Context: an optimization exercise on an open-source flow, tuned for small area, a short achievable clock period and few clock cycles per item. The choices shown serve that exercise and are no tape-out recipe. The RTL was checked by simulation tests, not by an equivalence proof against the original design.

## aes_core
module aes_core (
    input  wire         clk,
    input  wire         rst,         
    input  wire         in_valid,
    output wire         in_ready,
    input  wire         in_aes256,   
    input  wire [255:0] in_key,
    input  wire [127:0] in_block,
    output wire         out_valid,
    input  wire         out_ready,
    output wire [127:0] out_block
);
Size in the first run: about 7800 cells after synthesis, about 520 I/O pins, about 71000 um2 of cells after synthesis.
clock: 8.5 ns
lec_check: 0
cap_margin: 20
core_margin: 2
core_utilization: 50
place_density: 0.6
setup_slack_margin: 5.0
slew_margin: 20
synth_hierarchical: 1
synth_minimum_keep_size: 0
tns_end_percent: 5
standard.sh (not shown) runs the stock make flow with config.mk's settings and CLKGATE_MAP_FILE= SYNTH_SCRIPT=/design/flow/synth_recipe.tcl, a recipe that flattens the netlist after the stock synthesis.
==> flow/flow/run.sh <==
#!/bin/bash
set -euo pipefail
bash standard.sh "BUFFER_PORTS_ARGS=-buffer_cell sky130_fd_sc_hd__buf_2" finish > flow_make.log 2>&1
Testbench counts at the start, summed over its fixed seeds: cycles 23,660, blocks 1,920.
==> next run, changes <==
==> flow/flow/run.sh (replaced) <==
#!/bin/bash
set -euo pipefail
bash standard.sh "BUFFER_PORTS_ARGS=-buffer_cell sky130_fd_sc_hd__buf_2" "SETUP_SLACK_MARGIN=5.3" finish > flow_make.log 2>&1
What happened: Setup slack is better by 99 ps; final area rises by 4.1%; count of clock-buffer cells in the layout came out lower by 8; utilization rose by 2.7 points.
==> next run, changes <==
==> flow/run.sh (new file) <==
#!/bin/bash
# synth_recipe.tcl (not shown) runs the flow's synth.tcl, then flattens the netlist and writes it again
# the make line also repeats each setting of config.mk as NAME=value (left out here)
make -C /OpenROAD-flow-scripts/flow DESIGN_CONFIG=/design/flow/config.mk WORK_HOME=/design/flow/orfs CLKGATE_MAP_FILE= SYNTH_SCRIPT=/design/flow/synth_recipe.tcl finish
removed: flow/flow/run.sh
removed: flow/standard.sh
Effect: The changed run ran to the end with no violations. Final cell count is lower slightly. Maximum frequency is lower by a few percent.
==> next run, changes <==
==> flow/flow/run.sh (new file) <==
#!/bin/bash
set -euo pipefail
bash standard.sh "BUFFER_PORTS_ARGS=-buffer_cell sky130_fd_sc_hd__buf_2" finish > flow_make.log 2>&1
==> flow/standard.sh (new file) <==
#!/bin/bash
# synth_recipe.tcl (not shown) runs the flow's synth.tcl, then flattens the netlist and writes it again
# the make line also repeats each setting of config.mk as NAME=value (left out here)
make -C /OpenROAD-flow-scripts/flow DESIGN_CONFIG=/design/flow/config.mk WORK_HOME=/design/flow/orfs CLKGATE_MAP_FILE= SYNTH_SCRIPT=/design/flow/synth_recipe.tcl "${@:-finish}"
- CORE_UTILIZATION: 50 -> 60
- PLACE_DENSITY: 0.6 -> 0.7
removed: flow/run.sh
Effect: Routed wire length drops by 4.1%. Final cell count falls by 4.0%. Design area is lower by 5.4%. Utilization rises by 9.0 points. Global-route usage grows by 4.9 points.

* * *

violet:
aes_core, a different RTL version from the one above (not shown whole).
Size in the first run: roughly 6800 cells after synthesis, ~1000 flip-flops, ~520 I/O pins.
// aes_core
module aes_core (
    input  wire         clk,
    input  wire         rst,         
    input  wire         in_valid,
    output wire         in_ready,
    input  wire         in_aes256,   
    input  wire [255:0] in_key,
    input  wire [127:0] in_block,
    output wire         out_valid,
    input  wire         out_ready,
    output wire [127:0] out_block
);
Settings: LEC_CHECK=0, CAP_MARGIN=20, CORE_MARGIN=2, CORE_UTILIZATION=50, PLACE_DENSITY=0.6, SETUP_SLACK_MARGIN=5.0, SLEW_MARGIN=20, SYNTH_HIERARCHICAL=1, SYNTH_MINIMUM_KEEP_SIZE=0; clock period 8.5 ns.
run.sh (not shown) runs the stock make flow with config.mk's settings and CLKGATE_MAP_FILE= SYNTH_SCRIPT=/design/flow/synth_recipe.tcl, a recipe that flattens the netlist after the stock synthesis.
Stock flow here: none of the scripts above is used.
Both conditions hold for violet: the flow ran to the end and the final layout passed the timing, design-rule and antenna checks.
Testbench counts of violet, summed over its fixed seeds: cycles 23,660, blocks 1,920.
Inputs modified between violet and yarrow:
Settings: setting TNS_END_PERCENT to 5 for the first time.
## What came out
From violet to yarrow the numbers moved as follows: maximum cell stage delay along the critical path shows a reduction of 0.03 ns; global-route usage shows a reduction of 1.5 points; number of iterations in the first detailed-routing pass shows an increase of 1; clock-buffer cell count shows an increase of 3.0%.
Inputs modified between yarrow and nickel:
Settings: TNS_END_PERCENT: 5 -> unset; PLACE_DENSITY: 0.6 -> 0.3; CORE_UTILIZATION: 50 -> 20.
Results
nickel finished all stages; the layout is clean. Sequential standard cell area: nickel and yarrow compared, higher one is nickel. Delta (nickel minus yarrow): post-layout minimum cycle time decreased by 0.049 ns relative to the old numbers, routed metal-1 wire length higher. nickel vs yarrow — multi-input logic portion of the cell area dropped 2.2 points. On final instance area, the higher figure sits with nickel, not yarrow. [nickel vs yarrow] total detailed-routing wirelength: higher in nickel.

* * *

Another version of the RTL of aes_core (not shown whole).
For scale: roughly 520 I/O pins, ~68000 um^2 of cells after synthesis.
export LEC_CHECK = 0
export CAP_MARGIN = 20
export CORE_MARGIN = 2
export CORE_UTILIZATION = 50
export PLACE_DENSITY = 0.6
export SETUP_SLACK_MARGIN = 5.0
export SLEW_MARGIN = 20
export SYNTH_HIERARCHICAL = 1
export SYNTH_MINIMUM_KEEP_SIZE = 0
export TNS_END_PERCENT = 5
create_clock -name core_clock -period 8.5 [get_ports {clk}]
standard.sh (not shown) runs the stock make flow with config.mk's settings and CLKGATE_MAP_FILE= SYNTH_SCRIPT=/design/flow/synth_recipe.tcl, a recipe that flattens the netlist after the stock synthesis.
==> flow/flow/run.sh <==
#!/bin/bash
set -euo pipefail
bash standard.sh "BUFFER_PORTS_ARGS=-buffer_cell sky130_fd_sc_hd__buf_2" finish > flow_make.log 2>&1
Testbench counts at the start, summed over its fixed seeds: cycles 23,660, blocks 1,920.
Then changed:
==> flow/flow/run.sh (replaced) <==
#!/bin/bash
set -euo pipefail
bash standard.sh "BUFFER_PORTS_ARGS=-buffer_cell sky130_fd_sc_hd__buf_2" "SETUP_SLACK_MARGIN=5.3" finish > flow_make.log 2>&1
Result:
- The new run passed the timing, design-rule and antenna checks
- die area stays the same
- wire length came out higher by 3.4%
- clock-buffer cell count came out higher by 1
- final area came out higher by 4.5%
- via count came out higher by 1.9%
Then changed:
==> flow/flow/run.sh (replaced) <==
#!/bin/bash
set -euo pipefail
bash standard.sh "BUFFER_PORTS_ARGS=-buffer_cell sky130_fd_sc_hd__buf_2" finish > flow_make.log 2>&1
--- a/flow/config.mk
+++ b/flow/config.mk
@@ -10,2 +10,2 @@
-export CORE_UTILIZATION = 50
-export PLACE_DENSITY = 0.6
+export CORE_UTILIZATION = 60
+export PLACE_DENSITY = 0.7
The changed run finished with timing, DRC and antenna clean.
Area after synthesis is unchanged.
Die area falls by about a fifth.
Cell area goes down by a few percent.

==> re-timing with driven ports <==
The flow's constraints put no driver on any port. The routed layouts listed below were extracted and timed again, unchanged, in two steps.
Step 1 sets driving cells, clkbuf_16 on the clock port and buf_2 on the other inputs (assumed; they add their load-dependent delay and slew).
Step 2 times the ports against the registers' clock, not the clock port: input delays grow and output delays shrink by t, the midpoint of the rising clock arrivals with the driver on.
Three values: no drivers, after step 1, after step 2; two values: the first two.
run	t, ns	setup slack, ns	worst setup path at the end	clock arrival spread, ns	cell pins on the clock port's net
the first run of note 1	0.875	4.873 / 4.873 / 4.873	register to register	0.031 / 0.031	1
the second run of note 1	0.835	4.973 / 4.973 / 4.973	register to register	0.033 / 0.033	1
the third run of note 1	0.859	4.761 / 4.761 / 4.761	register to register	0.031 / 0.030	1
the fourth run of note 1	0.843	4.640 / 4.640 / 4.640	register to register	0.054 / 0.054	1
violet	0.852	4.252 / 4.252 / 4.252	register to register	0.040 / 0.040	1
yarrow	0.837	4.502 / 4.502 / 4.502	register to register	0.039 / 0.039	1
nickel	0.929	4.550 / 4.550 / 4.550	register to register	0.064 / 0.064	1
the first run of note 3	0.861	4.919 / 4.919 / 4.919	register to register	0.026 / 0.025	1
the second run of note 3	0.855	5.095 / 5.095 / 5.054	input to register	0.027 / 0.027	1
the third run of note 3	0.806	4.737 / 4.737 / 4.737	register to register	0.026 / 0.026	1
After both steps every run listed still meets setup and hold. For the second run of note 3, which loses most, drivers alone change the setup slack by 0.000 ns; drivers and shift together by -0.041 ns.
